This is an optimization exercise on Yosys and OpenROAD, whose aim is a short achievable clock period and few clock cycles, not a production implementation. The RTL was checked by simulation tests, not by an equivalence proof against the original design. No activity file was given, so power comes from the tool's default toggle rates.

**config.mk**
```make
export PLATFORM = sky130hd
export DESIGN_NAME = fuller_engine
export DESIGN_NICKNAME = fuller_engine
export VERILOG_FILES = /design/flow/design.v
export SDC_FILE = /design/flow/constraint.sdc
export NUM_CORES = 4
export LEC_CHECK = 0
export CAP_MARGIN = 20
export CORE_MARGIN = 2
export CORE_UTILIZATION = 30
export PLACE_DENSITY = 0.35
export SLEW_MARGIN = 20
```
**constraint.sdc**
```tcl
create_clock -name core_clock -period 25.0 [get_ports {clk}]
set_input_delay 5.0000 -clock core_clock [delete_from_list [all_inputs] [get_ports {clk}]]
set_output_delay 5.0000 -clock core_clock [all_outputs]
set_load 0.01 [all_outputs]
```
**design.v**
```verilog
module fuller_engine (
    input  wire        clk,
    input  wire        rst,
    input  wire [5:0]  engine_id,
    output wire [12:0] imem_addr,
    input  wire [31:0] imem_rdata,
    output reg         dmem_en,
    output reg  [3:0]  dmem_we,
    output reg  [12:0] dmem_addr,
    output reg  [31:0] dmem_wdata,
    input  wire [31:0] dmem_rdata,
    output wire        halted,
    output wire        faulted,
    output reg  [3:0]  fault_cause,
    output reg  [31:0] fault_pc
);
    localparam [5:0] OP_ALU   = 6'h01, OP_ADDK  = 6'h02, OP_ANDK = 6'h03,
                     OP_ORK   = 6'h04, OP_XORK  = 6'h05, OP_CLTK = 6'h06,
                     OP_KHI   = 6'h07, OP_SHLK  = 6'h08, OP_SHRK = 6'h09,
                     OP_SHAK  = 6'h0A,
                     OP_LDW   = 6'h10, OP_LDH   = 6'h11, OP_LDHU = 6'h12,
                     OP_LDB   = 6'h13, OP_LDBU  = 6'h14,
                     OP_STW   = 6'h15, OP_STH   = 6'h16, OP_STB  = 6'h17,
                     OP_CALL  = 6'h2E, OP_JMP   = 6'h2F,
                     OP_RDC   = 6'h31, OP_WRC   = 6'h32,
                     OP_CRCB  = 6'h33, OP_CRCW  = 6'h34, OP_HALT = 6'h3F;
    localparam [3:0] C_NONE = 4'h0, C_ILLEGAL = 4'h1, C_FETCH = 4'h2,
                     C_ALIGN = 4'h3, C_DRANGE = 4'h4;
    reg [31:0] regs [0:31];
    reg [1:0]  crc_sel;
    reg        halt_r;
    reg        fault_r;
    reg [5:0]  eid_q;
    assign halted  = halt_r;
    assign faulted = fault_r;
    wire stopped = halt_r | fault_r;
    always @(posedge clk) eid_q <= engine_id;
    reg [31:0] fpc;              
    reg        f2_v;             
    reg [31:0] f2_pc;
    reg        f2_pred;
    reg        ir_v, ir_pred;
    reg [31:0] ir, ir_pc;
    reg        sk_v, sk_pred;
    reg [31:0] sk, sk_pc;
    reg [31:0] ir_oa, ir_ob, ir_od, sk_oa, sk_ob, sk_od;
    wire [31:0] in_oa = 32'd1 << imem_rdata[15:11];
    wire [31:0] in_ob = 32'd1 << imem_rdata[23:19];
    wire [31:0] in_od = 32'd1 << imem_rdata[10:6];
    assign imem_addr = fpc[14:2];
    reg [3:0]  btb_v;
    reg [12:0] btb_pc0, btb_pc1, btb_pc2, btb_pc3;
    reg [12:0] btb_tg0, btb_tg1, btb_tg2, btb_tg3;
    reg [1:0]  btb_ptr;
    wire [3:0] btb_m = {btb_v[3] && btb_pc3 == fpc[14:2],
                        btb_v[2] && btb_pc2 == fpc[14:2],
                        btb_v[1] && btb_pc1 == fpc[14:2],
                        btb_v[0] && btb_pc0 == fpc[14:2]};
    wire        btb_hit = |btb_m;
    wire [12:0] btb_tgt = ({13{btb_m[0]}} & btb_tg0) | ({13{btb_m[1]}} & btb_tg1) |
                          ({13{btb_m[2]}} & btb_tg2) | ({13{btb_m[3]}} & btb_tg3);
    wire [31:0] fpc_pred = btb_hit ? {17'd0, btb_tgt, 2'b00} : fpc + 32'd4;
    reg        e_v;              
    reg        e_fault, e_halt;
    reg [3:0]  e_cause;
    reg [31:0] e_pc;
    reg        e_wen;            
    reg        e_late;           
    reg [4:0]  e_rd;
    reg        e_mul, e_mulhi;
    reg        e_def, e_defA, e_defB;    
    reg [2:0]  e_ldk;            
    reg [1:0]  e_off;
    reg        e_wrc;
    reg [31:0] opA, opB;         
    reg [31:0] shA;              
    reg [4:0]  shB;
    reg [31:0] cA, cB;           
    reg [31:0] mA, mB;           
    reg s_add, s_sub, s_and, s_or, s_xor, s_shl, s_shr, s_sha, s_clt, s_cltu,
        s_khi, s_passb, s_csr, s_crcb, s_crcw;
    reg        m_v;
    reg [4:0]  m_rd;
    reg        m_mul, m_mulhi;
    reg        m_def, m_defA, m_defB;
    reg [31:0] m_xa, m_xb;
    reg        ms_add, ms_sub, ms_and, ms_or, ms_xor, ms_shl, ms_shr, ms_sha,
               ms_clt, ms_cltu, ms_khi;
    reg [2:0]  m_ldk;
    reg [1:0]  m_off;
    reg [23:0] pp00, pp01, pp02, pp03, pp10, pp11, pp12, pp13;
    reg        w_v;
    reg [4:0]  w_rd;
    reg [31:0] lr;
    wire [31:0] e_res, e_fast;
    wire [31:0] lr_n;            
    reg        e_slow;           
    reg        e_addsub;         
    wire [31:0] e_log;           
    wire [5:0]  op    = ir[5:0];
    wire [4:0]  fd    = ir[10:6];
    wire [4:0]  fa    = ir[15:11];
    wire [4:0]  fb    = ir[23:19];
    wire [7:0]  fn    = ir[31:24];
    wire [31:0] imm_s = {{16{ir[31]}}, ir[31:16]};
    wire [31:0] imm_z = {16'h0000, ir[31:16]};
    wire        r_ok  = (ir[18:16] == 3'b000);
    wire d_alu   = (op == OP_ALU);
    wire d_alu_ok = d_alu && r_ok && (fn <= 8'h0B);
    wire d_mul   = d_alu && (fn == 8'h0A || fn == 8'h0B);
    wire d_kop   = (op >= OP_ADDK) && (op <= OP_SHAK);
    wire d_ld    = (op >= OP_LDW) && (op <= OP_LDBU);
    wire d_st    = (op >= OP_STW) && (op <= OP_STB);
    wire d_br    = (op >= 6'h28) && (op <= 6'h2D);
    wire d_call  = (op == OP_CALL);
    wire d_jmp   = (op == OP_JMP);
    wire d_jmp_ok = d_jmp && r_ok && (fn[7:1] == 7'd0);
    wire d_rdc   = (op == OP_RDC);
    wire d_wrc   = (op == OP_WRC);
    wire d_csr_ok = (ir[23:16] == 8'h05) || (ir[23:16] == 8'h07);
    wire d_crcb  = (op == OP_CRCB);
    wire d_crcw  = (op == OP_CRCW);
    wire d_r0ok  = r_ok && (fn == 8'd0);
    wire d_halt  = (op == OP_HALT);
    wire d_illegal = !( d_alu_ok || d_kop || d_ld || d_st || d_br || d_call ||
                        d_jmp_ok || ((d_rdc || d_wrc) && d_csr_ok) ||
                        ((d_crcb || d_crcw || d_halt) && d_r0ok));
    wire d_pc_bad  = (ir_pc[1:0] != 2'b00) || (ir_pc[31:15] != 17'd0);
    wire d_efault  = d_pc_bad || d_illegal;
    wire useA_E = d_alu || d_kop || d_crcb || d_crcw || d_wrc;
    wire useB_E = d_alu || d_crcb || d_crcw;
    wire useA_D = d_ld || d_st || d_br || d_jmp;
    wire useD_D = d_st || d_br;
    wire d_wen_alu = (d_alu && !d_mul) || d_kop || d_call || (d_jmp && fn[0]) ||
                     d_rdc || d_crcb || d_crcw;
    wire d_late    = d_ld || d_mul;
    wire hitE_a = e_wen && (e_rd == fa);
    wire hitE_b = e_wen && (e_rd == fb);
    wire hitE_d = e_wen && (e_rd == fd);
    wire hitW_a = w_v && (w_rd == fa);
    wire hitW_b = w_v && (w_rd == fb);
    wire hitW_d = w_v && (w_rd == fd);
    wire lateE_a = e_late && (e_rd == fa);
    wire lateE_b = e_late && (e_rd == fb);
    wire lateE_d = e_late && (e_rd == fd);
    wire lateM_a = m_v && (m_rd == fa) && !hitE_a;
    wire lateM_b = m_v && (m_rd == fb) && !hitE_b;
    wire lateM_d = m_v && (m_rd == fd) && !hitE_d;
    reg [31:0] rf_a, rf_b, rf_d;
    integer ri;
    always @* begin
        rf_a = 32'd0;
        rf_b = 32'd0;
        rf_d = 32'd0;
        for (ri = 0; ri < 32; ri = ri + 1) begin
            rf_a = rf_a | ({32{ir_oa[ri]}} & regs[ri]);
            rf_b = rf_b | ({32{ir_ob[ri]}} & regs[ri]);
            rf_d = rf_d | ({32{ir_od[ri]}} & regs[ri]);
        end
    end
    wire [31:0] rw_a = hitW_a ? lr : rf_a;
    wire [31:0] rw_b = hitW_b ? lr : rf_b;
    wire [31:0] rw_d = hitW_d ? lr : rf_d;
    wire [31:0] va   = hitE_a ? e_fast : rw_a;
    wire [31:0] vd   = hitE_d ? e_fast : rw_d;
    wire [31:0] va_l = hitE_a ? e_log : rw_a;
    wire [31:0] vd_l = hitE_d ? e_log : rw_d;
    wire [31:0] va_e = hitE_a ? e_res : rw_a;
    wire [31:0] vb_e = hitE_b ? e_res : rw_b;
    wire d_defok = (d_alu && !d_mul) || d_kop;
    wire d_defer = d_defok && ((useA_E && lateE_a) || (useB_E && lateE_b));
    wire stall = ir_v && (
                 (useA_D && lateE_a) ||
                 (useA_E && lateE_a && !d_defok) ||
                 (useB_E && lateE_b && !d_defok) ||
                 (useD_D && lateE_d) ||
                 (useA_D && lateM_a) ||
                 (useD_D && lateM_d) ||
                 (useA_D && hitE_a && e_slow) ||
                 (useD_D && hitE_d && e_slow) ||
                 ((d_ld || d_st) && hitE_a && e_addsub) ||
                 (d_br && (op[2:1] != 2'b00) && (fa != fd) && (hitE_a || hitE_d) && e_addsub));
    wire e_stop = e_v && (e_fault || e_halt);
    wire d_go   = ir_v && !stall && !stopped && !e_stop;
    wire [15:0] mlo     = {1'b0, va_l[14:0]} + {1'b0, ir[30:16]};
    wire [31:0] maddr   = {17'd0, mlo[14:0]};
    wire        va_h0   = (va_l[31:15] == 17'd0);
    wire        va_h1   = (va_l[31:15] == 17'd1);
    wire        va_hf   = (va_l[31:15] == 17'h1FFFF);
    wire        m_range = ir[31] ? !((va_h1 && !mlo[15]) || (va_h0 && mlo[15]))
                                 : !((va_h0 && !mlo[15]) || (va_hf && mlo[15]));
    wire        m_align = ((op == OP_LDW || op == OP_STW) && maddr[1:0] != 2'b00) ||
                          ((op == OP_LDH || op == OP_LDHU || op == OP_STH) && maddr[0]);
    wire        d_mfault = (d_ld || d_st) && (m_range || m_align);
    wire [31:0] q_y   = hitE_a ? rw_d : rw_a;
    wire [31:0] q_t   = A ^ B ^ q_y;
    wire [31:0] q_k   = (A & B) | ((A ^ B) & ~q_y);
    wire        q_eq  = (q_t == {q_k[30:0], s_sub});
    wire        b_eq  = (fa == fd) ? 1'b1 :
                        ((hitE_a || hitE_d) && e_addsub) ? q_eq : (va_l == vd_l);
    wire [32:0] bdiff = {1'b0, va_l} - {1'b0, vd_l};
    wire        b_ltu = (fa != fd) && bdiff[32];
    wire        b_lt  = (fa != fd) && ((va_l[31] ^ vd_l[31]) ? va_l[31] : bdiff[32]);
    reg         b_cond;
    always @* begin
        case (op[2:0])
            3'd0: b_cond = b_eq;
            3'd1: b_cond = !b_eq;
            3'd2: b_cond = b_lt;
            3'd3: b_cond = !b_lt;
            3'd4: b_cond = b_ltu;
            default: b_cond = !b_ltu;
        endcase
    end
    wire [31:0] br_tgt  = ir_pc + {imm_s[29:0], 2'b00};
    wire [31:0] pc4     = ir_pc + 32'd4;
    wire        br_take = d_br && b_cond;
    wire        d_taken = br_take || d_call || d_jmp_ok;
    wire        to_tgt  = d_taken && !(ir_pred && d_br);
    wire        to_seq  = ir_pred && !br_take;
    wire        redirect = d_go && !d_efault && (to_tgt || to_seq);
    wire [31:0] redir_pc = to_tgt ? (d_jmp ? va : br_tgt) : pc4;
    wire        btb_ins  = d_go && !d_efault && br_take && !ir_pred &&
                           (br_tgt[31:15] == 17'd0);
    wire d_adv   = ir_v && !stall;
    wire ir_free = !ir_v || d_adv;
    wire [31:0] dflt_next = drop ? f2_pc : fpc_pred;
    wire        rd_ok     = d_go && !d_efault;
    wire [31:0] br_next_t = ir_pred ? dflt_next : br_tgt;
    wire [31:0] br_next_f = ir_pred ? pc4 : dflt_next;
    wire [31:0] nb_next   = (rd_ok && (d_call || d_jmp_ok)) ? (d_jmp ? va : br_tgt) :
                            (rd_ok && ir_pred) ? pc4 : dflt_next;
    wire [31:0] fpc_n     = (rd_ok && d_br) ? (b_cond ? br_next_t : br_next_f) : nb_next;
    always @(posedge clk) begin
        if (ir_free) begin
            ir      <= sk_v ? sk      : imem_rdata;
            ir_pc   <= sk_v ? sk_pc   : f2_pc;
            ir_pred <= sk_v ? sk_pred : f2_pred;
            ir_oa   <= sk_v ? sk_oa   : in_oa;
            ir_ob   <= sk_v ? sk_ob   : in_ob;
            ir_od   <= sk_v ? sk_od   : in_od;
        end
        if (ir_free ? sk_v : !sk_v) begin
            sk      <= imem_rdata;
            sk_pc   <= f2_pc;
            sk_pred <= f2_pred;
            sk_oa   <= in_oa;
            sk_ob   <= in_ob;
            sk_od   <= in_od;
        end
        f2_pc   <= fpc;
        f2_pred <= btb_hit;
    end
    wire drop = !ir_free && sk_v && f2_v;
    reg        bi_v;
    reg [12:0] bi_pc, bi_tg;
    always @(posedge clk) begin
        bi_pc <= ir_pc[14:2];
        bi_tg <= br_tgt[14:2];
        if (rst) begin
            fpc     <= 32'd0;
            f2_v    <= 1'b0;
            ir_v    <= 1'b0;
            sk_v    <= 1'b0;
            btb_v   <= 4'd0;
            btb_ptr <= 2'd0;
            bi_v    <= 1'b0;
        end else begin
            fpc  <= fpc_n;
            f2_v <= !(redirect || drop);
            ir_v <= !redirect && (ir_free ? (sk_v || f2_v) : 1'b1);
            sk_v <= !redirect && (ir_free ? (sk_v && f2_v) : (sk_v || f2_v));
            bi_v <= btb_ins;
            if (bi_v) begin
                btb_v[btb_ptr] <= 1'b1;
                btb_ptr <= btb_ptr + 2'd1;
            end
        end
        if (bi_v) begin
            case (btb_ptr)
                2'd0: begin btb_pc0 <= bi_pc; btb_tg0 <= bi_tg; end
                2'd1: begin btb_pc1 <= bi_pc; btb_tg1 <= bi_tg; end
                2'd2: begin btb_pc2 <= bi_pc; btb_tg2 <= bi_tg; end
                default: begin btb_pc3 <= bi_pc; btb_tg3 <= bi_tg; end
            endcase
        end
    end
    wire [3:0] st_be = (op == OP_STW) ? 4'b1111 :
                       (op == OP_STH) ? (maddr[1] ? 4'b1100 : 4'b0011) :
                       (4'b0001 << maddr[1:0]);
    always @(posedge clk) begin
        if (rst) begin
            dmem_en <= 1'b0;
            dmem_we <= 4'b0000;
        end else begin
            dmem_en <= d_go && !d_pc_bad && (d_ld || d_st);
            dmem_we <= (d_go && !d_pc_bad && d_st && !m_range && !m_align) ? st_be : 4'b0000;
        end
        dmem_addr  <= maddr[14:2];
        dmem_wdata <= (op == OP_STW) ? vd :
                      (op == OP_STH) ? {vd[15:0], vd[15:0]} :
                      {vd[7:0], vd[7:0], vd[7:0], vd[7:0]};
    end
    wire s_cmp_n = (d_alu && (fn == 8'h08 || fn == 8'h09)) || op == OP_CLTK;
    wire d_sub   = d_alu && fn == 8'h01;
    wire d_shift = (d_alu && (fn == 8'h05 || fn == 8'h06 || fn == 8'h07)) ||
                   op == OP_SHLK || op == OP_SHRK || op == OP_SHAK;
    wire [31:0] opA_n = lateM_a ? lr_n : va_e;
    reg  [31:0] opB_n;
    always @* begin
        if (d_alu || d_crcb || d_crcw)
            opB_n = lateM_b ? lr_n : vb_e;
        else if (op == OP_ADDK || op == OP_CLTK)
            opB_n = imm_s;
        else if (op == OP_KHI)
            opB_n = {ir[31:16], 16'h0000};
        else if (d_kop)
            opB_n = imm_z;
        else if (d_rdc)
            opB_n = {26'd0, eid_q};
        else
            opB_n = pc4;
    end
    wire d_fault = d_efault || d_mfault;
    reg [3:0] d_cause;
    always @* begin
        if (d_pc_bad)       d_cause = C_FETCH;
        else if (d_illegal) d_cause = C_ILLEGAL;
        else if (m_range)   d_cause = C_DRANGE;
        else                d_cause = C_ALIGN;
    end
    always @(posedge clk) begin
        if (rst) begin
            e_v    <= 1'b0;
            e_wen  <= 1'b0;
            e_late <= 1'b0;
            e_fault <= 1'b0;
            e_halt <= 1'b0;
            e_wrc  <= 1'b0;
        end else begin
            e_v     <= d_go;
            e_fault <= d_go && d_fault;
            e_halt  <= d_go && !d_fault && d_halt;
            e_wen   <= d_go && !d_fault && d_wen_alu && !d_defer;
            e_late  <= d_go && !d_fault && (d_late || d_defer);
            e_wrc   <= d_go && !d_fault && d_wrc && (ir[23:16] == 8'h05);
        end
        e_cause <= d_cause;
        e_pc    <= ir_pc;
        e_rd    <= fd;
        e_mul   <= d_mul;
        e_def   <= d_defer;
        e_defA  <= lateE_a;
        e_defB  <= d_alu && lateE_b;
        e_mulhi <= fn[0];
        e_ldk   <= op[2:0];
        e_off   <= maddr[1:0];
        opA     <= opA_n;
        opB     <= d_sub ? ~opB_n : opB_n;
        if (d_shift) begin
            shA <= opA_n;
            shB <= opB_n[4:0];
        end
        if (d_crcb || d_crcw) begin
            cA <= opA_n;
            cB <= opB_n;
        end
        if (d_mul) begin
            mA <= opA_n;
            mB <= opB_n;
        end
        s_add  <= (d_alu && fn == 8'h00) || op == OP_ADDK;
        s_sub  <= d_alu && fn == 8'h01;
        s_and  <= (d_alu && fn == 8'h02) || op == OP_ANDK;
        s_or   <= (d_alu && fn == 8'h03) || op == OP_ORK;
        s_xor  <= (d_alu && fn == 8'h04) || op == OP_XORK;
        s_shl  <= (d_alu && fn == 8'h05) || op == OP_SHLK;
        s_shr  <= (d_alu && fn == 8'h06) || op == OP_SHRK;
        s_sha  <= (d_alu && fn == 8'h07) || op == OP_SHAK;
        s_clt  <= (d_alu && fn == 8'h08) || op == OP_CLTK;
        s_cltu <= d_alu && fn == 8'h09;
        s_khi  <= op == OP_KHI;
        s_passb <= d_call || d_jmp || (d_rdc && ir[23:16] == 8'h07);
        s_csr  <= d_rdc && ir[23:16] == 8'h05;
        s_crcb <= d_crcb;
        s_crcw <= d_crcw;
        e_slow <= d_crcb || d_crcw || d_shift || s_cmp_n;
        e_addsub <= (d_alu && (fn == 8'h00 || fn == 8'h01)) || op == OP_ADDK;
    end
    wire [31:0] A = opA;
    wire [31:0] B = opB;
    wire [31:0] sum   = A + B + {31'd0, s_sub};
    wire [32:0] cdiff = {1'b0, A} - {1'b0, B};
    wire        c_ltu = cdiff[32];
    wire        c_lt  = (A[31] ^ B[31]) ? A[31] : c_ltu;
    wire [31:0] shl_r = shA << shB;
    wire [31:0] shr_r = shA >> shB;
    wire [31:0] sha_r = $signed(shA) >>> shB;
    wire [63:0] crc_in = {cB, cA};
    wire [31:0] crcb0, crcb1, crcb2, crcb3, crcw0, crcw1, crcw2, crcw3;
    assign crcb0[0] = ^(crc_in & 64'h0000001100000111);
    assign crcb0[1] = ^(crc_in & 64'h0000002200000222);
    assign crcb0[2] = ^(crc_in & 64'h0000004400000444);
    assign crcb0[3] = ^(crc_in & 64'h0000008900000889);
    assign crcb0[4] = ^(crc_in & 64'h0000000200001002);
    assign crcb0[5] = ^(crc_in & 64'h0000000400002004);
    assign crcb0[6] = ^(crc_in & 64'h0000000800004008);
    assign crcb0[7] = ^(crc_in & 64'h0000001100008011);
    assign crcb0[8] = ^(crc_in & 64'h0000002300000023);
    assign crcb0[9] = ^(crc_in & 64'h0000004600000046);
    assign crcb0[10] = ^(crc_in & 64'h0000008c0000008c);
    assign crcb0[11] = ^(crc_in & 64'h0000000800000008);
    assign crcb0[12] = ^(crc_in & 64'h0000001100000011);
    assign crcb0[13] = ^(crc_in & 64'h0000002200000022);
    assign crcb0[14] = ^(crc_in & 64'h0000004400000044);
    assign crcb0[15] = ^(crc_in & 64'h0000008800000088);
    assign crcb0[16] = 1'b0;
    assign crcb0[17] = 1'b0;
    assign crcb0[18] = 1'b0;
    assign crcb0[19] = 1'b0;
    assign crcb0[20] = 1'b0;
    assign crcb0[21] = 1'b0;
    assign crcb0[22] = 1'b0;
    assign crcb0[23] = 1'b0;
    assign crcb0[24] = 1'b0;
    assign crcb0[25] = 1'b0;
    assign crcb0[26] = 1'b0;
    assign crcb0[27] = 1'b0;
    assign crcb0[28] = 1'b0;
    assign crcb0[29] = 1'b0;
    assign crcb0[30] = 1'b0;
    assign crcb0[31] = 1'b0;
    assign crcb1[0] = ^(crc_in & 64'h0000000400000104);
    assign crcb1[1] = ^(crc_in & 64'h0000000900000209);
    assign crcb1[2] = ^(crc_in & 64'h0000001300000413);
    assign crcb1[3] = ^(crc_in & 64'h0000002600000826);
    assign crcb1[4] = ^(crc_in & 64'h0000004d0000104d);
    assign crcb1[5] = ^(crc_in & 64'h0000009a0000209a);
    assign crcb1[6] = ^(crc_in & 64'h0000003000004030);
    assign crcb1[7] = ^(crc_in & 64'h0000006100008061);
    assign crcb1[8] = ^(crc_in & 64'h000000c2000100c2);
    assign crcb1[9] = ^(crc_in & 64'h0000008000020080);
    assign crcb1[10] = ^(crc_in & 64'h0000000400040004);
    assign crcb1[11] = ^(crc_in & 64'h0000000800080008);
    assign crcb1[12] = ^(crc_in & 64'h0000001100100011);
    assign crcb1[13] = ^(crc_in & 64'h0000002300200023);
    assign crcb1[14] = ^(crc_in & 64'h0000004600400046);
    assign crcb1[15] = ^(crc_in & 64'h0000008c0080008c);
    assign crcb1[16] = ^(crc_in & 64'h0000001d0100001d);
    assign crcb1[17] = ^(crc_in & 64'h0000003b0200003b);
    assign crcb1[18] = ^(crc_in & 64'h0000007704000077);
    assign crcb1[19] = ^(crc_in & 64'h000000ee080000ee);
    assign crcb1[20] = ^(crc_in & 64'h000000d8100000d8);
    assign crcb1[21] = ^(crc_in & 64'h000000b4200000b4);
    assign crcb1[22] = ^(crc_in & 64'h0000006c4000006c);
    assign crcb1[23] = ^(crc_in & 64'h000000d8800000d8);
    assign crcb1[24] = ^(crc_in & 64'h000000b5000000b5);
    assign crcb1[25] = ^(crc_in & 64'h0000006f0000006f);
    assign crcb1[26] = ^(crc_in & 64'h000000df000000df);
    assign crcb1[27] = ^(crc_in & 64'h000000ba000000ba);
    assign crcb1[28] = ^(crc_in & 64'h0000007100000071);
    assign crcb1[29] = ^(crc_in & 64'h000000e3000000e3);
    assign crcb1[30] = ^(crc_in & 64'h000000c3000000c3);
    assign crcb1[31] = ^(crc_in & 64'h0000008200000082);
    assign crcb2[0] = ^(crc_in & 64'h0000001f0000011f);
    assign crcb2[1] = ^(crc_in & 64'h0000003f0000023f);
    assign crcb2[2] = ^(crc_in & 64'h0000007e0000047e);
    assign crcb2[3] = ^(crc_in & 64'h000000fc000008fc);
    assign crcb2[4] = ^(crc_in & 64'h000000e6000010e6);
    assign crcb2[5] = ^(crc_in & 64'h000000d2000020d2);
    assign crcb2[6] = ^(crc_in & 64'h000000ba000040ba);
    assign crcb2[7] = ^(crc_in & 64'h0000006a0000806a);
    assign crcb2[8] = ^(crc_in & 64'h000000d5000100d5);
    assign crcb2[9] = ^(crc_in & 64'h000000b5000200b5);
    assign crcb2[10] = ^(crc_in & 64'h0000007400040074);
    assign crcb2[11] = ^(crc_in & 64'h000000e8000800e8);
    assign crcb2[12] = ^(crc_in & 64'h000000ce001000ce);
    assign crcb2[13] = ^(crc_in & 64'h0000008200200082);
    assign crcb2[14] = ^(crc_in & 64'h0000001a0040001a);
    assign crcb2[15] = ^(crc_in & 64'h0000003500800035);
    assign crcb2[16] = ^(crc_in & 64'h0000006b0100006b);
    assign crcb2[17] = ^(crc_in & 64'h000000d7020000d7);
    assign crcb2[18] = ^(crc_in & 64'h000000b0040000b0);
    assign crcb2[19] = ^(crc_in & 64'h0000007f0800007f);
    assign crcb2[20] = ^(crc_in & 64'h000000fe100000fe);
    assign crcb2[21] = ^(crc_in & 64'h000000e3200000e3);
    assign crcb2[22] = ^(crc_in & 64'h000000d9400000d9);
    assign crcb2[23] = ^(crc_in & 64'h000000ac800000ac);
    assign crcb2[24] = ^(crc_in & 64'h0000004600000046);
    assign crcb2[25] = ^(crc_in & 64'h0000008d0000008d);
    assign crcb2[26] = ^(crc_in & 64'h0000000400000004);
    assign crcb2[27] = ^(crc_in & 64'h0000000800000008);
    assign crcb2[28] = ^(crc_in & 64'h0000001100000011);
    assign crcb2[29] = ^(crc_in & 64'h0000002300000023);
    assign crcb2[30] = ^(crc_in & 64'h0000004700000047);
    assign crcb2[31] = ^(crc_in & 64'h0000008f0000008f);
    assign crcb3[0] = ^(crc_in & 64'h000000c1000000c1);
    assign crcb3[1] = ^(crc_in & 64'h0000004300000043);
    assign crcb3[2] = ^(crc_in & 64'h0000004700000047);
    assign crcb3[3] = ^(crc_in & 64'h0000008e0000008e);
    assign crcb3[4] = ^(crc_in & 64'h0000001c0000001c);
    assign crcb3[5] = ^(crc_in & 64'h0000003800000038);
    assign crcb3[6] = ^(crc_in & 64'h0000007000000070);
    assign crcb3[7] = ^(crc_in & 64'h000000e0000000e0);
    assign crcb3[8] = 1'b0;
    assign crcb3[9] = 1'b0;
    assign crcb3[10] = 1'b0;
    assign crcb3[11] = 1'b0;
    assign crcb3[12] = 1'b0;
    assign crcb3[13] = 1'b0;
    assign crcb3[14] = 1'b0;
    assign crcb3[15] = 1'b0;
    assign crcb3[16] = 1'b0;
    assign crcb3[17] = 1'b0;
    assign crcb3[18] = 1'b0;
    assign crcb3[19] = 1'b0;
    assign crcb3[20] = 1'b0;
    assign crcb3[21] = 1'b0;
    assign crcb3[22] = 1'b0;
    assign crcb3[23] = 1'b0;
    assign crcb3[24] = 1'b0;
    assign crcb3[25] = 1'b0;
    assign crcb3[26] = 1'b0;
    assign crcb3[27] = 1'b0;
    assign crcb3[28] = 1'b0;
    assign crcb3[29] = 1'b0;
    assign crcb3[30] = 1'b0;
    assign crcb3[31] = 1'b0;
    assign crcw0[0] = ^(crc_in & 64'h1130347100003471);
    assign crcw0[1] = ^(crc_in & 64'h226068e3000068e3);
    assign crcw0[2] = ^(crc_in & 64'h44c0d1c60000d1c6);
    assign crcw0[3] = ^(crc_in & 64'h8981a38d0000a38d);
    assign crcw0[4] = ^(crc_in & 64'h0233736b0000736b);
    assign crcw0[5] = ^(crc_in & 64'h0466e6d70000e6d7);
    assign crcw0[6] = ^(crc_in & 64'h08cdcdae0000cdae);
    assign crcw0[7] = ^(crc_in & 64'h119b9b5d00009b5d);
    assign crcw0[8] = ^(crc_in & 64'h233736ba000036ba);
    assign crcw0[9] = ^(crc_in & 64'h466e6d7400006d74);
    assign crcw0[10] = ^(crc_in & 64'h8cdcdae90000dae9);
    assign crcw0[11] = ^(crc_in & 64'h088981a3000081a3);
    assign crcw0[12] = ^(crc_in & 64'h1113034700000347);
    assign crcw0[13] = ^(crc_in & 64'h2226068e0000068e);
    assign crcw0[14] = ^(crc_in & 64'h444c0d1c00000d1c);
    assign crcw0[15] = ^(crc_in & 64'h88981a3800001a38);
    assign crcw0[16] = 1'b0;
    assign crcw0[17] = 1'b0;
    assign crcw0[18] = 1'b0;
    assign crcw0[19] = 1'b0;
    assign crcw0[20] = 1'b0;
    assign crcw0[21] = 1'b0;
    assign crcw0[22] = 1'b0;
    assign crcw0[23] = 1'b0;
    assign crcw0[24] = 1'b0;
    assign crcw0[25] = 1'b0;
    assign crcw0[26] = 1'b0;
    assign crcw0[27] = 1'b0;
    assign crcw0[28] = 1'b0;
    assign crcw0[29] = 1'b0;
    assign crcw0[30] = 1'b0;
    assign crcw0[31] = 1'b0;
    assign crcw1[0] = ^(crc_in & 64'h04d101df04d101df);
    assign crcw1[1] = ^(crc_in & 64'h09a203be09a203be);
    assign crcw1[2] = ^(crc_in & 64'h1344077d1344077d);
    assign crcw1[3] = ^(crc_in & 64'h26880efa26880efa);
    assign crcw1[4] = ^(crc_in & 64'h4d101df44d101df4);
    assign crcw1[5] = ^(crc_in & 64'h9a203be99a203be9);
    assign crcw1[6] = ^(crc_in & 64'h3091760d3091760d);
    assign crcw1[7] = ^(crc_in & 64'h6122ec1a6122ec1a);
    assign crcw1[8] = ^(crc_in & 64'hc245d835c245d835);
    assign crcw1[9] = ^(crc_in & 64'h805ab1b5805ab1b5);
    assign crcw1[10] = ^(crc_in & 64'h046462b5046462b5);
    assign crcw1[11] = ^(crc_in & 64'h08c8c56a08c8c56a);
    assign crcw1[12] = ^(crc_in & 64'h11918ad411918ad4);
    assign crcw1[13] = ^(crc_in & 64'h232315a9232315a9);
    assign crcw1[14] = ^(crc_in & 64'h46462b5346462b53);
    assign crcw1[15] = ^(crc_in & 64'h8c8c56a68c8c56a6);
    assign crcw1[16] = ^(crc_in & 64'h1dc9ac921dc9ac92);
    assign crcw1[17] = ^(crc_in & 64'h3b9359243b935924);
    assign crcw1[18] = ^(crc_in & 64'h7726b2497726b249);
    assign crcw1[19] = ^(crc_in & 64'hee4d6493ee4d6493);
    assign crcw1[20] = ^(crc_in & 64'hd84bc8f9d84bc8f9);
    assign crcw1[21] = ^(crc_in & 64'hb446902db446902d);
    assign crcw1[22] = ^(crc_in & 64'h6c5c21846c5c2184);
    assign crcw1[23] = ^(crc_in & 64'hd8b84309d8b84309);
    assign crcw1[24] = ^(crc_in & 64'hb5a187ccb5a187cc);
    assign crcw1[25] = ^(crc_in & 64'h6f920e466f920e46);
    assign crcw1[26] = ^(crc_in & 64'hdf241c8cdf241c8c);
    assign crcw1[27] = ^(crc_in & 64'hba9938c7ba9938c7);
    assign crcw1[28] = ^(crc_in & 64'h71e3705171e37051);
    assign crcw1[29] = ^(crc_in & 64'he3c6e0a3e3c6e0a3);
    assign crcw1[30] = ^(crc_in & 64'hc35cc098c35cc098);
    assign crcw1[31] = ^(crc_in & 64'h826880ef826880ef);
    assign crcw2[0] = ^(crc_in & 64'h1f91caf61f91caf6);
    assign crcw2[1] = ^(crc_in & 64'h3f2395ec3f2395ec);
    assign crcw2[2] = ^(crc_in & 64'h7e472bd87e472bd8);
    assign crcw2[3] = ^(crc_in & 64'hfc8e57b1fc8e57b1);
    assign crcw2[4] = ^(crc_in & 64'he68d6595e68d6595);
    assign crcw2[5] = ^(crc_in & 64'hd28b01ddd28b01dd);
    assign crcw2[6] = ^(crc_in & 64'hba87c94cba87c94c);
    assign crcw2[7] = ^(crc_in & 64'h6a9e586f6a9e586f);
    assign crcw2[8] = ^(crc_in & 64'hd53cb0ded53cb0de);
    assign crcw2[9] = ^(crc_in & 64'hb5e8ab4bb5e8ab4b);
    assign crcw2[10] = ^(crc_in & 64'h74409c6074409c60);
    assign crcw2[11] = ^(crc_in & 64'he88138c1e88138c1);
    assign crcw2[12] = ^(crc_in & 64'hce93bb74ce93bb74);
    assign crcw2[13] = ^(crc_in & 64'h82b6bc1f82b6bc1f);
    assign crcw2[14] = ^(crc_in & 64'h1afcb2c81afcb2c8);
    assign crcw2[15] = ^(crc_in & 64'h35f9659135f96591);
    assign crcw2[16] = ^(crc_in & 64'h6bf2cb236bf2cb23);
    assign crcw2[17] = ^(crc_in & 64'hd7e59646d7e59646);
    assign crcw2[18] = ^(crc_in & 64'hb05ae67bb05ae67b);
    assign crcw2[19] = ^(crc_in & 64'h7f2406007f240600);
    assign crcw2[20] = ^(crc_in & 64'hfe480c00fe480c00);
    assign crcw2[21] = ^(crc_in & 64'he301d2f6e301d2f6);
    assign crcw2[22] = ^(crc_in & 64'hd9926f1bd9926f1b);
    assign crcw2[23] = ^(crc_in & 64'hacb514c0acb514c0);
    assign crcw2[24] = ^(crc_in & 64'h46fbe37746fbe377);
    assign crcw2[25] = ^(crc_in & 64'h8df7c6ee8df7c6ee);
    assign crcw2[26] = ^(crc_in & 64'h047e472b047e472b);
    assign crcw2[27] = ^(crc_in & 64'h08fc8e5708fc8e57);
    assign crcw2[28] = ^(crc_in & 64'h11f91caf11f91caf);
    assign crcw2[29] = ^(crc_in & 64'h23f2395e23f2395e);
    assign crcw2[30] = ^(crc_in & 64'h47e472bd47e472bd);
    assign crcw2[31] = ^(crc_in & 64'h8fc8e57b8fc8e57b);
    assign crcw3[0] = ^(crc_in & 64'hc151add0000000d0);
    assign crcw3[1] = ^(crc_in & 64'h43f2f77100000071);
    assign crcw3[2] = ^(crc_in & 64'h47b5423300000033);
    assign crcw3[3] = ^(crc_in & 64'h8e6a856600000066);
    assign crcw3[4] = ^(crc_in & 64'h1cd50acd000000cd);
    assign crcw3[5] = ^(crc_in & 64'h38aa159a0000009a);
    assign crcw3[6] = ^(crc_in & 64'h70542b3400000034);
    assign crcw3[7] = ^(crc_in & 64'he0a8566800000068);
    assign crcw3[8] = 1'b0;
    assign crcw3[9] = 1'b0;
    assign crcw3[10] = 1'b0;
    assign crcw3[11] = 1'b0;
    assign crcw3[12] = 1'b0;
    assign crcw3[13] = 1'b0;
    assign crcw3[14] = 1'b0;
    assign crcw3[15] = 1'b0;
    assign crcw3[16] = 1'b0;
    assign crcw3[17] = 1'b0;
    assign crcw3[18] = 1'b0;
    assign crcw3[19] = 1'b0;
    assign crcw3[20] = 1'b0;
    assign crcw3[21] = 1'b0;
    assign crcw3[22] = 1'b0;
    assign crcw3[23] = 1'b0;
    assign crcw3[24] = 1'b0;
    assign crcw3[25] = 1'b0;
    assign crcw3[26] = 1'b0;
    assign crcw3[27] = 1'b0;
    assign crcw3[28] = 1'b0;
    assign crcw3[29] = 1'b0;
    assign crcw3[30] = 1'b0;
    assign crcw3[31] = 1'b0;
    wire [31:0] crcb_r = (crc_sel == 2'd0) ? crcb0 : (crc_sel == 2'd1) ? crcb1 :
                         (crc_sel == 2'd2) ? crcb2 : crcb3;
    wire [31:0] crcw_r = (crc_sel == 2'd0) ? crcw0 : (crc_sel == 2'd1) ? crcw1 :
                         (crc_sel == 2'd2) ? crcw2 : crcw3;
    assign e_log  = ({32{s_and}} & (A & B)) |
                    ({32{s_or}}  & (A | B)) |
                    ({32{s_xor}} & (A ^ B)) |
                    ({32{s_khi}} & {B[31:16], A[15:0]}) |
                    ({32{s_passb}} & B) |
                    {30'd0, {2{s_csr}} & crc_sel};
    assign e_fast = ({32{s_add | s_sub}} & sum) |
                    ({32{s_and}} & (A & B)) |
                    ({32{s_or}}  & (A | B)) |
                    ({32{s_xor}} & (A ^ B)) |
                    {31'd0, (s_clt & c_lt) | (s_cltu & c_ltu)} |
                    ({32{s_khi}} & {B[31:16], A[15:0]}) |
                    ({32{s_passb}} & B) |
                    {30'd0, {2{s_csr}} & crc_sel};
    assign e_res = e_fast |
                   ({32{s_shl}} & shl_r) |
                   ({32{s_shr}} & shr_r) |
                   ({32{s_sha}} & sha_r) |
                   ({32{s_crcb}} & crcb_r) |
                   ({32{s_crcw}} & crcw_r);
    always @(posedge clk) begin
        if (rst) begin
            crc_sel     <= 2'd0;
            halt_r      <= 1'b0;
            fault_r     <= 1'b0;
            fault_cause <= C_NONE;
            fault_pc    <= 32'd0;
        end else if (e_v && !stopped) begin
            if (e_fault) begin
                fault_r     <= 1'b1;
                fault_cause <= e_cause;
                fault_pc    <= e_pc;
            end else if (e_halt) begin
                halt_r <= 1'b1;
            end
            if (e_wrc) crc_sel <= A[1:0];
        end
        if (!rst && d_go && d_halt && !d_efault)
            halt_r <= 1'b1;
    end
    always @(posedge clk) begin
        if (e_mul) begin
            pp00 <= mA[15:0]  * mB[7:0];
            pp01 <= mA[15:0]  * mB[15:8];
            pp02 <= mA[15:0]  * mB[23:16];
            pp03 <= mA[15:0]  * mB[31:24];
            pp10 <= mA[31:16] * mB[7:0];
            pp11 <= mA[31:16] * mB[15:8];
            pp12 <= mA[31:16] * mB[23:16];
            pp13 <= mA[31:16] * mB[31:24];
        end
    end
    always @(posedge clk) begin
        if (rst) m_v <= 1'b0;
        else     m_v <= e_v && e_late && !stopped;
        m_rd    <= e_rd;
        m_mul   <= e_mul;
        m_mulhi <= e_mulhi;
        m_def   <= e_def;
        if (e_def) begin
            m_defA  <= e_defA;
            m_defB  <= e_defB;
            m_xa    <= opA;
            m_xb    <= opB;
            ms_add  <= s_add;
            ms_sub  <= s_sub;
            ms_and  <= s_and;
            ms_or   <= s_or;
            ms_xor  <= s_xor;
            ms_shl  <= s_shl;
            ms_shr  <= s_shr;
            ms_sha  <= s_sha;
            ms_clt  <= s_clt;
            ms_cltu <= s_cltu;
            ms_khi  <= s_khi;
        end
        m_ldk   <= e_ldk;
        m_off   <= e_off;
    end
    wire [63:0] prod = {40'd0, pp00} + {32'd0, pp01, 8'd0} + {24'd0, pp02, 16'd0} +
                       {16'd0, pp03, 24'd0} + {24'd0, pp10, 16'd0} + {16'd0, pp11, 24'd0} +
                       {8'd0, pp12, 32'd0} + {pp13, 40'd0};
    reg  [31:0] ld_val;
    always @* begin
        case (m_ldk)
            3'd1: ld_val = m_off[1] ? {{16{dmem_rdata[31]}}, dmem_rdata[31:16]}
                                    : {{16{dmem_rdata[15]}}, dmem_rdata[15:0]};
            3'd2: ld_val = m_off[1] ? {16'd0, dmem_rdata[31:16]}
                                    : {16'd0, dmem_rdata[15:0]};
            3'd3, 3'd4: begin
                case (m_off)
                    2'd0: ld_val = {24'd0, dmem_rdata[7:0]};
                    2'd1: ld_val = {24'd0, dmem_rdata[15:8]};
                    2'd2: ld_val = {24'd0, dmem_rdata[23:16]};
                    default: ld_val = {24'd0, dmem_rdata[31:24]};
                endcase
                if (m_ldk == 3'd3)
                    ld_val[31:8] = {24{ld_val[7]}};
            end
            default: ld_val = dmem_rdata;
        endcase
    end
    wire [31:0] LA = m_defA ? lr : m_xa;
    wire [31:0] LB = m_defB ? lr : m_xb;
    wire [31:0] l_sum   = LA + (m_defB ? (ms_sub ? ~lr : lr) : m_xb) + {31'd0, ms_sub};
    wire [32:0] l_diff  = {1'b0, LA} - {1'b0, LB};
    wire        l_ltu   = l_diff[32];
    wire        l_lt    = (LA[31] ^ LB[31]) ? LA[31] : l_ltu;
    wire [31:0] l_sha   = $signed(LA) >>> LB[4:0];
    wire [31:0] l_res = ({32{ms_add | ms_sub}} & l_sum) |
                        ({32{ms_and}} & (LA & LB)) |
                        ({32{ms_or}}  & (LA | LB)) |
                        ({32{ms_xor}} & (LA ^ LB)) |
                        ({32{ms_shl}} & (LA << LB[4:0])) |
                        ({32{ms_shr}} & (LA >> LB[4:0])) |
                        ({32{ms_sha}} & l_sha) |
                        {31'd0, (ms_clt & l_lt) | (ms_cltu & l_ltu)} |
                        ({32{ms_khi}} & {LB[31:16], LA[15:0]});
    assign lr_n = m_def ? l_res : m_mul ? (m_mulhi ? prod[63:32] : prod[31:0]) : ld_val;
    always @(posedge clk) begin
        if (rst) w_v <= 1'b0;
        else     w_v <= m_v && !(e_wen && !stopped && e_rd == m_rd);
        w_rd <= m_rd;
        lr   <= lr_n;
    end
    always @(posedge clk) begin
        if (w_v)
            regs[w_rd] <= lr;
        if (e_v && e_wen && !stopped)
            regs[e_rd] <= e_res;
    end
endmodule
```
**flow/run.sh**
```bash
#!/bin/bash
# Layout flow: the standard flow (standard synthesis, floorplan,
# placement, CTS, routing) unchanged, except that the resizer's
# repair_timing is asked for setup slack beyond the clock period's need
# (SETUP_SLACK_MARGIN), so that it keeps shortening the critical paths.
# The clock period, I/O constraints and every other setting stay the standard flow's.
set -euo pipefail
bash standard.sh finish SETUP_SLACK_MARGIN=19 > flow_make.log 2>&1
```
**standard.sh**
```bash
#!/bin/bash
# synth_recipe.tcl (not shown) runs the flow's synth.tcl, then flattens the netlist and writes it again
# the make line also repeats each setting of config.mk as NAME=value (left out here)
make -C /OpenROAD-flow-scripts/flow DESIGN_CONFIG=/design/flow/config.mk WORK_HOME=/design/flow/orfs CLKGATE_MAP_FILE= SYNTH_SCRIPT=/design/flow/synth_recipe.tcl "${@:-finish}"
```
==> out/metrics.yaml <==
status:
  run_status: "timing/DRC/antenna clean"
routing:
  wl_um: 1130000
  ant_nets: 0
  post_drt_wl_per_cell_um: 43.5
  dr.pass1.iters: 10
  vias_per_cell: 6.34
  vias: 165000
  drcViolationCount: 0
  initialDrtViolationCount: 29000
flow_run:
  drv_cap: 0
floorplan:
  row_count: 278
  fp.dieArea_um2: 580000
  die_w_um: 762
  pin_count: 173
  dieHeight_um: 762
  coreArea_um2: 573000
  initial_core_util: 0.301
yosys:
  syn_area_um2: 172000
  yosysTopAreaCell: "edfxtp_1"
  synth_edf_count: 1884
  syn_nets: 19700
  synth-seq-area-share: 0.372
  syn_inst: 18000
  synth_cell_type_count: 100
  synth_flop_cell: "edfxtp_1"
  synth-async-reset-ratio: 0
  syn_avg_cell_area_um2: 9.55
  ys_warn_count: 1
  synth_top_cell_area_share: 0.328
  ys_seq_elements: 2256
  synth_area_leaders: "edfxtp_1 (33%), fa_1 (9.2%), ha_1 (5.6%)"
sta:
  fin_skew_ns: 0.101
  relSlewSlack: 0.0464
  setup_tns_ns: 0
  finalMaxSlewViolations: 0
  finalCritPeriodShare: 0.272
  layout_setup_ws_ns: 18.20
  setup_viol: 0
  rsz0062_at_grt: "true"
  fmax_ghz: 0.147
  tightest_slew_ns: 1.42
  min_period_ns: 6.80
  finalHoldViolations: 0
power:
  power.density_nw_per_um2: 56.7
  p_leak_nw: 76.6
  peakVddDrop_v: 0.0000520
setup_path:
  r2r-start: "opA[3]$_DFF_P_"
  rr_endpoint: "mB[30]$_DFFE_PP_"
  cp-start-kind: "input pin"
  cp.arrival_ns: 7.46
  crit_type: "in -> reg"
  r2r_setup_slack_ns: 18.64
  worstSetupEndpointType: "register"
  cp.required_ns: 25.66
  crit_fanout: 5
  r2r_cells: 14
min_path:
  min_to: "m_mulhi$_DFF_P_"
  hp-class: "reg -> reg"
  hold-path-cell-count: 0
  worstHoldStart: "e_mulhi$_DFF_P_"
cts:
  clkSlewWorstSetupHoldPaths_ns: 0.06
  cts_root_buffer: "clkbuf_16"
  cts.sinks: 2256
  cts_tree: "built"
  htreeDepth: 5
  cts.path.max_buffers: 4
  clk_latency_ns: 1.05
  ctsHoldBuffers: 0
  numCtsBuffers: 298
cells_and_area:
  final_core_util: 0.357
  final_common_cell: "nand2_1"
  top_register: "regs"
  drive_gt1_frac: 0.152
  nets: 19800
  largest_reg_flops: 1024
  syn2layout_area_growth_pct: 18.6
  layout_common_cells: "nand2_1 (1936), edfxtp_1 (1884), a22oi_1 (1262)"
  fill_cells: 58000
global_routing:
  grt_overflow: 0
  grt_pass1_vias: 154000
  grt_max_degree: 107
  grt_pass1_wl_um: 1470000
  antenna_found_initial: 126
  grt_use_total: 0.373
placement:
  port_buffers: 171
  place.gp.congestion: 1.01
  place_ws_ns: 16.07
  dp_hpwl_um: 777000
## power breakdown
| group | internal, W | switching [W] | total, W |
|---|---|---|---|
| combinational | 0.000950 | 0.00187 | 0.00282 |
| clock | 0.00249 | 0.00193 | 0.00442 |
| sequential | 0.00420 | 0.000135 | 0.00434 |
| total | 0.00764 | 0.00394 | 0.0116 |
## area by class of cell
type,count,area (um2),share of cell area
inverter,906,3410,0.0167
timing repair buffer,1299,13400,0.0658
clock inverter,154,1500,0.00736
multi-input combinational,13400,104000,0.508
tap,7560,9460,0.0463
antenna,98,245,0.00120
sequential,2256,64300,0.315
clock buffer,383,8110,0.0397
## worst max-delay path: stages
cell and delay, ns:
buf_8 0.10, mux4_2 0.52, buf_4 0.16, buf_6 0.12, buf_6 0.11, nand3_4 0.12
a21oi_4 0.09, nor2_4 0.12, a211oi_4 0.07, a211oi_2 0.24, o21ai_2 0.11, o22ai_2 0.18
o211ai_1 0.13, a21boi_2 0.22, inv_1 0.11, a21oi_2 0.06
## cell usage after synthesis, types with 32 or more instances
cell type / count
xor2_1: 295
ha_1: 774
a22o_1: 174
a31oi_1: 87
o21a_1: 51
nand2b_1: 61
o211ai_1: 138
nand2_1: 2007
nor4_1: 139
or2_2: 43
edfxtp_1: 1884
nor2_1: 1250
mux2i_1: 280
xnor2_2: 32
nor2b_1: 42
and2_1: 569
dfxtp_1: 372
buf_2: 46
a211oi_1: 155
a22oi_1: 1276
nor3_1: 189
inv_1: 902
o21bai_1: 44
a21oi_1: 1174
xnor2_1: 861
o31ai_1: 126
nand4_1: 313
a21o_1: 108
and3_1: 81
o22ai_1: 67
nand3b_1: 32
a221oi_1: 227
o21ai_0: 960
fa_1: 790
mux2_2: 122
a21boi_0: 49
clkbuf_1: 1330
nand3_1: 328
or3_1: 36
mux4_2: 69
buf_1: 102
## timing repair
item                       4_1_cts  5_1_grt
cloned                           8       17
setup buffers                  131      165
setup endpoints to repair      555      589
resized for setup             1482      482
pin swaps                      164      197
## cell families after synthesis
family	count (synthesis)	synth area share
buf+inv	2400	0.0530
xor+xnor	1217	0.0658
other cells	1	0.0000218
fa+ha+maj	1565	0.148
flops	2256	0.372
compound gates	4973	0.191
mux	471	0.0333
simple gates	5165	0.138
## per-layer routing
metal / routed length [um] / global-route usage / share of wire / up-vias
met3: 127000 / 0.112 / 0.11 / 3042
met4: 74200 / 0.190 / 0.065 / 68
met2: 464000 / 0.536 / 0.41 / 12300
li1: - / - / - / 65700
met5: 1260 / 0.00418 / 0.0011 / -
met1: 468000 / 0.506 / 0.41 / 84000
## worst max-delay path by stage
stage | start | endpoint | slack (ns)
after floorplan | dmem_rdata[31] | cA[30]$_DFFE_PP_ | 17.79
after global placement | dmem_rdata[31] | cA[22]$_DFFE_PP_ | 15.97
after detailed placement | dmem_rdata[31] | cA[22]$_DFFE_PP_ | 16.07
after CTS | dmem_rdata[31] | mA[30]$_DFFE_PP_ | 18.31
after global routing | dmem_rdata[31] | opB[31]$_DFF_P_ | 18.17
final | dmem_rdata[31] | cB[10]$_DFFE_PP_ | 18.20
## metrics by stage
| stage | area [um2] | hold WS (ns) | cells | total power, W |
|---|---|---|---|---|
| 3_5_place_dp | 186000 | 0.312 | 25100 | 0.00688 |
| 2_1_floorplan | 173000 | 0.310 | 18000 | 0.00574 |
| 3_3_place_gp | 186000 | 0.311 | 25100 | 0.00689 |
| 5_1_grt | 204000 | 0.346 | 26000 | 0.0119 |
| 6_report | 204000 | 0.322 | 26100 | 0.0116 |
| 4_1_cts | 200000 | 0.322 | 25800 | 0.0114 |
Testbench counts, summed over its fixed seeds: cycles 205,025.

[afterwards: timing with drivers on the ports]
The flow's constraints put no driver on any port. The routed layout listed below was extracted and timed again, unchanged, in two steps.
Step 1 sets driving cells, clkbuf_16 on the clock port and buf_2 on the other inputs (assumed; they add their load-dependent delay and slew).
Step 2 times the ports against the registers' clock, not the clock port: input delays grow and output delays shrink by t, the midpoint of the rising clock arrivals with the driver on.
Slacks: ideal / step 1 / step 2; pairs: ideal / step 1.
t (ns): 1.137
setup WS [ns]: 18.196 / 18.255 / 17.133
clock arrival spread, ns: 0.102 / 0.102
After both steps setup and hold are still met in this run. For this run, drivers alone change the setup slack by +0.059 ns; drivers and shift together by -1.063 ns.
